This is an optimization exercise on Yosys and OpenROAD, whose aim is small area, a short achievable clock period and few clock cycles per item, not a production implementation.
At most, simulation tests tie the RTL to the original design; equivalence was not proved.
Power and IR drop assume default switching activity.

==> flow/design.v <==
module segdec (
    input  wire        clk,
    input  wire        rst,
    input  wire        hdr_valid,
    output wire        hdr_ready,
    input  wire [63:0] hdr_tag,
    input  wire [3:0]  hdr_kind,
    input  wire [9:0]  hdr_len,
    input  wire [31:0] hdr_check,
    input  wire        din_valid,
    output wire        din_ready,
    input  wire [63:0] din_data,
    output reg         dout_valid,
    output reg  [71:0] dout_data,
    output reg         res_valid,
    output wire        res_check_ok,
    output reg         res_decode_ok
);
    localparam [1:0] I_IDLE = 2'd0, I_TAG = 2'd1, I_HDR = 2'd2, I_DATA = 2'd3;
    function [31:0] crc8;
        input [31:0] c;
        input [7:0]  d;
        integer k;
        reg [31:0] t;
        begin
            t = c ^ {24'd0, d};
            for (k = 0; k < 8; k = k + 1)
                t = t[0] ? ((t >> 1) ^ 32'h82F63B78) : (t >> 1);
            crc8 = t;
        end
    endfunction
    reg  [1:0]  ist;
    reg  [2:0]  bidx;         
    reg  [31:0] crc;
    reg  [31:0] check;
    reg         chk_ok;
    reg  [9:0]  blft;         
    reg         last_byte;    
    reg         in_done;      
    reg  [7:0]  bq;
    reg         bq_v;
    reg         bq_tag;       
    reg         bq_first;     
    reg         bq_last;      
    reg         busy;         
    reg         raw;
    reg         err;
    reg  [6:0]  beats;        
    reg         bz;           
    reg  [2:0]  lane;         
    reg  [8:0]  prev;
    reg         in_run;
    reg  [8:0]  rm;           
    reg  [23:0] w;            
    reg  [4:0]  cnt;          
    wire room    = (cnt <= 5'd16) || err || bz;
    wire bq_go   = bq_v && (bq_tag || room);
    wire bq_free = !bq_v || bq_go;
    wire in_data = (ist == I_DATA);
    wire fin;
    assign hdr_ready = (ist == I_HDR) && (!busy || fin);
    assign din_ready = in_data && last_byte && bq_free;
    wire hdr_fire = hdr_valid && hdr_ready;
    wire adv      = in_data && din_valid && bq_free;
    wire tag_take = hdr_valid && !ist[1] && bq_free;
    wire [7:0]  dbyte  = din_data[8*bidx +: 8];
    wire [7:0]  tbyte  = hdr_tag[8*bidx +: 8];
    wire [31:0] crc_nx = crc8(bq_first ? 32'hFFFFFFFF : crc, bq);
    reg  [3:0]  clen;
    reg  [3:0]  xb;
    reg         t_run;        
    reg         t_set;        
    reg  [9:0]  db;           
    reg         cin;
    reg  [4:0]  tbits;        
    always @(*) begin
        clen = 4'd2; xb = 4'd0; tbits = 5'd2; t_run = 1'b0; t_set = 1'b0; db = 10'd0; cin = 1'b0;
        casez ({w[0], w[1], w[2], w[3], w[4], w[5], w[6], w[7], w[8]})
            9'b00???????: begin clen = 4'd2; t_set = 1'b1; tbits = 5'd2; end
            9'b010??????: begin clen = 4'd3; t_run = 1'b1; db = 10'd0; tbits = 5'd3; end
            9'b011??????: begin clen = 4'd3; db = 10'd0; cin = 1'b1; tbits = 5'd3; end
            9'b100??????: begin clen = 4'd3; db = 10'h3FF; tbits = 5'd3; end
            9'b1010?????: begin clen = 4'd4; t_run = 1'b1; db = 10'd1; tbits = 5'd4; end
            9'b1011?????: begin clen = 4'd4; t_run = 1'b1; db = 10'd2; xb = 4'd1; tbits = 5'd5; end
            9'b11000????: begin clen = 4'd5; t_run = 1'b1; db = 10'd4; xb = 4'd2; tbits = 5'd7; end
            9'b11001????: begin clen = 4'd5; t_run = 1'b1; db = 10'd8; xb = 4'd3; tbits = 5'd8; end
            9'b11010????: begin clen = 4'd5; db = 10'd1; cin = 1'b1; tbits = 5'd5; end
            9'b11011????: begin clen = 4'd5; db = 10'h3FE; tbits = 5'd5; end
            9'b111000???: begin clen = 4'd6; t_set = 1'b1; xb = 4'd9; tbits = 5'd15; end
            9'b111001???: begin clen = 4'd6; t_run = 1'b1; db = 10'd16; xb = 4'd4; tbits = 5'd10; end
            9'b111010???: begin clen = 4'd6; t_run = 1'b1; db = 10'd256; xb = 4'd8; tbits = 5'd14; end
            9'b111011???: begin clen = 4'd6; db = 10'd2; cin = 1'b1; xb = 4'd1; tbits = 5'd7; end
            9'b111100???: begin clen = 4'd6; db = 10'h3FC; xb = 4'd1; tbits = 5'd7; end
            9'b1111010??: begin clen = 4'd7; t_run = 1'b1; db = 10'd32; xb = 4'd5; tbits = 5'd12; end
            9'b1111011??: begin clen = 4'd7; db = 10'd4; cin = 1'b1; xb = 4'd2; tbits = 5'd9; end
            9'b1111100??: begin clen = 4'd7; db = 10'h3F8; xb = 4'd2; tbits = 5'd9; end
            9'b11111010?: begin clen = 4'd8; t_run = 1'b1; db = 10'd64; xb = 4'd6; tbits = 5'd14; end
            9'b11111011?: begin clen = 4'd8; t_run = 1'b1; db = 10'd128; xb = 4'd7; tbits = 5'd15; end
            9'b11111100?: begin clen = 4'd8; db = 10'd8; cin = 1'b1; xb = 4'd3; tbits = 5'd11; end
            9'b11111101?: begin clen = 4'd8; db = 10'h3F0; xb = 4'd3; tbits = 5'd11; end
            9'b111111100: begin clen = 4'd9; db = 10'd16; cin = 1'b1; xb = 4'd4; tbits = 5'd13; end
            9'b111111101: begin clen = 4'd9; db = 10'h3E0; xb = 4'd4; tbits = 5'd13; end
            9'b111111110: begin clen = 4'd9; db = 10'd32; cin = 1'b1; xb = 4'd5; tbits = 5'd14; end
            default:      begin clen = 4'd9; db = 10'h3C0; xb = 4'd5; tbits = 5'd14; end
        endcase
    end
    wire        tok_fit  = (tbits <= cnt);
    wire [8:0]  xsh      = w[clen +: 9];
    wire [8:0]  xval     = xsh & ~(9'h1FF << xb);
    wire [9:0]  dx       = db | {1'b0, xval};
    wire [10:0] pv       = t_set ? 11'd0 : {2'b00, prev};
    wire [10:0] v        = pv + {dx[9], dx} + {10'd0, cin};
    wire        val_ok   = (v[10:9] == 2'b00);
    wire act    = busy && !err && !bz;
    wire go_raw = raw && (cnt >= 5'd9);
    wire go_tok = !raw && tok_fit;
    wire go     = act && (in_run || go_raw || go_tok);
    wire tokrun = !in_run && !raw && t_run;
    wire isrun  = in_run || tokrun;
    wire [8:0]  fill_m = in_run ? rm : (tokrun ? dx[8:0] : 9'd0);
    wire [3:0]  lo     = {1'b0, fill_m[2:0]} + {1'b0, lane};
    wire        ge8    = (fill_m[8:3] != 6'd0) || lo[3];       
    wire        bdone  = ge8 || (lo[2:0] == 3'd7);             
    wire [8:0]  s      = fill_m + {6'd0, lane};
    wire [8:0]  val    = isrun ? prev : (raw ? w[8:0] : v[8:0]);
    wire        cons   = act && !in_run && (raw ? (cnt >= 5'd9) : tok_fit);
    wire [4:0]  camt   = raw ? 5'd9 : tbits;
    wire        app    = bq_go && !bq_tag;
    wire [7:0]  abyte  = app ? bq : 8'd0;
    wire [23:0] wins   = w | ({16'd0, abyte} << cnt);
    wire [23:0] wsh    = wins >> camt;
    wire [4:0]  cnt_in = cnt + (app ? 5'd8 : 5'd0);
    integer i;
    assign fin = busy && in_done && (err || bz);
    always @(posedge clk) begin
        if (rst) begin
            ist        <= I_IDLE;
            bidx       <= 3'd0;
            busy       <= 1'b0;
            bq_v       <= 1'b0;
            dout_valid <= 1'b0;
            res_valid  <= 1'b0;
        end else begin
            dout_valid <= go && bdone;
            res_valid  <= fin;
            if (hdr_fire)
                busy <= 1'b1;
            else if (fin)
                busy <= 1'b0;
            if (tag_take || adv)
                bq_v <= 1'b1;
            else if (bq_free)
                bq_v <= 1'b0;
            case (ist)
                I_IDLE, I_TAG: if (tag_take) begin
                    bidx <= bidx + 3'd1;
                    ist  <= (bidx == 3'd7) ? I_HDR : I_TAG;
                end
                I_HDR: if (hdr_fire)
                    ist  <= I_DATA;
                default: if (adv) begin
                    bidx <= bidx + 3'd1;
                    if (blft == 10'd1) begin
                        ist  <= I_IDLE;
                        bidx <= 3'd0;
                    end
                end
            endcase
        end
    end
    always @(posedge clk) begin
        if (bq_go) begin
            crc <= crc_nx;
            if (bq_last) begin
                chk_ok  <= (crc_nx == ~check);
                in_done <= 1'b1;
            end
        end
        if (tag_take) begin
            bq       <= tbyte;
            bq_tag   <= 1'b1;
            bq_first <= (ist == I_IDLE);
            bq_last  <= 1'b0;
        end
        if (adv) begin
            bq       <= dbyte;
            bq_tag   <= 1'b0;
            bq_first <= 1'b0;
            bq_last  <= (blft == 10'd1);
            blft     <= blft - 10'd1;
            last_byte <= (bidx == 3'd6) || (blft == 10'd2);
        end
        for (i = 0; i < 8; i = i + 1)
            if (i >= lane)
                dout_data[9*i +: 9] <= val;
        if (fin)
            res_decode_ok <= !err && (cnt < 5'd8) && (w[6:0] == 7'd0);
        if (hdr_fire) begin
            check   <= hdr_check;
            blft    <= hdr_len;
            last_byte <= (hdr_len == 10'd1);
            in_done <= 1'b0;
            raw     <= (hdr_kind == 4'h3);
            err     <= !((hdr_kind == 4'h1) || (hdr_kind == 4'h3 && hdr_len == 10'd576));
            beats   <= 7'd64;
            bz      <= 1'b0;
            lane    <= 3'd0;
            prev    <= 9'd0;
            in_run  <= 1'b0;
            w       <= 24'd0;
            cnt     <= 5'd0;
        end else if (busy) begin
            w   <= cons ? wsh : wins;
            cnt <= cnt_in - (cons ? camt : 5'd0);
            if (act && !in_run && !raw && !tok_fit && blft == 10'd0 && !(bq_v && !bq_tag))
                err <= 1'b1;                     
            if (go && isrun && ge8 && beats == 7'd1)
                err <= 1'b1;                     
            if (go && !isrun && !raw && !val_ok)
                err <= 1'b1;                     
            if (app && bz)
                err <= 1'b1;                     
            if (go) begin
                if (bdone) begin
                    beats <= beats - 7'd1;
                    bz    <= (beats == 7'd1);
                    lane  <= 3'd0;
                end else begin
                    lane  <= s[2:0] + 3'd1;
                end
                in_run <= isrun && ge8;
                rm     <= s - 9'd8;
                if (!isrun && !raw)
                    prev <= v[8:0];
            end
        end
    end
    assign res_check_ok  = chk_ok;
endmodule
export LEC_CHECK = 0
export CAP_MARGIN = 50
export CORE_MARGIN = 2
export CORE_UTILIZATION = 50
export CTS_BUF_LIST = sky130_fd_sc_hd__clkbuf_4 sky130_fd_sc_hd__clkbuf_8
export SLEW_MARGIN = 70
create_clock -name core_clock -period 13.5 [get_ports {clk}]
standard.sh (not shown) runs the stock make flow with config.mk's settings and CLKGATE_MAP_FILE= SYNTH_SCRIPT=/design/flow/synth_recipe.tcl, a recipe that flattens the netlist after the stock synthesis.
==> flow/flow/run.sh <==
#!/bin/bash
set -uo pipefail
MARGIN=$(cat flow/margin.txt)
bash standard.sh SETUP_SLACK_MARGIN="$MARGIN" finish > standard_flow.log 2>&1
status=$?
cp -f orfs/logs/*/segdec/base/*.log . 2>/dev/null || true
exit $status
==> flow/flow/margin.txt <==
9
Then changed:
--- a/flow/design.v
+++ b/flow/design.v
@@ -50,13 +50,13 @@
     reg  [2:0]  lane;         
     reg  [8:0]  prev;
     reg         in_run;
     reg  [8:0]  rm;           
     reg  [23:0] w;            
     reg  [4:0]  cnt;          
-    wire room    = (cnt <= 5'd16) || err || bz;
+    reg  room;                
     wire bq_go   = bq_v && (bq_tag || room);
     wire bq_free = !bq_v || bq_go;
     wire in_data = (ist == I_DATA);
     wire fin;
     assign hdr_ready = (ist == I_HDR) && (!busy || fin);
     assign din_ready = in_data && last_byte && bq_free;
@@ -101,38 +101,38 @@
             9'b111111100: begin clen = 4'd9; db = 10'd16; cin = 1'b1; xb = 4'd4; tbits = 5'd13; end
             9'b111111101: begin clen = 4'd9; db = 10'h3E0; xb = 4'd4; tbits = 5'd13; end
             9'b111111110: begin clen = 4'd9; db = 10'd32; cin = 1'b1; xb = 4'd5; tbits = 5'd14; end
             default:      begin clen = 4'd9; db = 10'h3C0; xb = 4'd5; tbits = 5'd14; end
         endcase
     end
-    wire        tok_fit  = (tbits <= cnt);
     wire [8:0]  xsh      = w[clen +: 9];
     wire [8:0]  xval     = xsh & ~(9'h1FF << xb);
     wire [9:0]  dx       = db | {1'b0, xval};
     wire [10:0] pv       = t_set ? 11'd0 : {2'b00, prev};
     wire [10:0] v        = pv + {dx[9], dx} + {10'd0, cin};
     wire        val_ok   = (v[10:9] == 2'b00);
+    wire [4:0]  camt   = raw ? 5'd9 : tbits;
+    wire [5:0]  diff   = {1'b0, cnt} - {1'b0, camt};
+    wire        fit    = !diff[5];
     wire act    = busy && !err && !bz;
-    wire go_raw = raw && (cnt >= 5'd9);
-    wire go_tok = !raw && tok_fit;
-    wire go     = act && (in_run || go_raw || go_tok);
+    wire go     = act && (in_run || fit);
     wire tokrun = !in_run && !raw && t_run;
     wire isrun  = in_run || tokrun;
     wire [8:0]  fill_m = in_run ? rm : (tokrun ? dx[8:0] : 9'd0);
     wire [3:0]  lo     = {1'b0, fill_m[2:0]} + {1'b0, lane};
     wire        ge8    = (fill_m[8:3] != 6'd0) || lo[3];       
     wire        bdone  = ge8 || (lo[2:0] == 3'd7);             
     wire [8:0]  s      = fill_m + {6'd0, lane};
     wire [8:0]  val    = isrun ? prev : (raw ? w[8:0] : v[8:0]);
-    wire        cons   = act && !in_run && (raw ? (cnt >= 5'd9) : tok_fit);
-    wire [4:0]  camt   = raw ? 5'd9 : tbits;
+    wire        cons   = act && !in_run && fit;
     wire        app    = bq_go && !bq_tag;
     wire [7:0]  abyte  = app ? bq : 8'd0;
     wire [23:0] wins   = w | ({16'd0, abyte} << cnt);
     wire [23:0] wsh    = wins >> camt;
     wire [4:0]  cnt_in = cnt + (app ? 5'd8 : 5'd0);
+    wire [4:0]  cnt_nx = cons ? (diff[4:0] + (app ? 5'd8 : 5'd0)) : cnt_in;
     integer i;
     assign fin = busy && in_done && (err || bz);
     always @(posedge clk) begin
         if (rst) begin
             ist        <= I_IDLE;
             bidx       <= 3'd0;
@@ -206,16 +206,18 @@
             bz      <= 1'b0;
             lane    <= 3'd0;
             prev    <= 9'd0;
             in_run  <= 1'b0;
             w       <= 24'd0;
             cnt     <= 5'd0;
+            room    <= 1'b1;
         end else if (busy) begin
             w   <= cons ? wsh : wins;
-            cnt <= cnt_in - (cons ? camt : 5'd0);
-            if (act && !in_run && !raw && !tok_fit && blft == 10'd0 && !(bq_v && !bq_tag))
+            cnt  <= cnt_nx;
+            room <= (cnt_nx <= 5'd16) || err || bz;
+            if (act && !in_run && !raw && !fit && blft == 10'd0 && !(bq_v && !bq_tag))
                 err <= 1'b1;                     
             if (go && isrun && ge8 && beats == 7'd1)
                 err <= 1'b1;                     
             if (go && !isrun && !raw && !val_ok)
                 err <= 1'b1;                     
             if (app && bz)
Result: Die area hardly moves. Combinational power decreases by 39%. Wire length increases by 4.8%. Area after synthesis stays flat. Critical path depth is unchanged. Final area increases by 1.1%.
Testbench counts after the change, summed over its fixed seeds: cycles 40,864, segments 320.
Only the layout flow was run in the first run of this note; the RTL was not checked for function there.

re-timing with driven ports:
In the flow no input, the clock included, has a driving cell. The finished layouts below were timed again as built, in two steps.
Step 1 sets driving cells, clkbuf_16 on the clock port and buf_2 on the other inputs (assumed; they add their load-dependent delay and slew).
Step 2, shift: input delay + t, output delay - t, t = (earliest + latest rising clock arrival at the registers) / 2. This alone moves slack from input paths to output paths.
Slacks: ideal / step 1 / step 2; pairs: ideal / step 1.
run	t, ns	setup WS [ns]	worst register clock-pin slew, ns
the first run	0.617	8.695 / 8.642 / 8.474	0.07 / 0.07
the second run	0.604	9.033 / 8.982 / 8.488	0.06 / 0.06
After both steps every run listed still meets setup and hold. The setup slack of the second run, which loses most, moves by -0.051 ns with the drivers and by -0.545 ns with both steps.
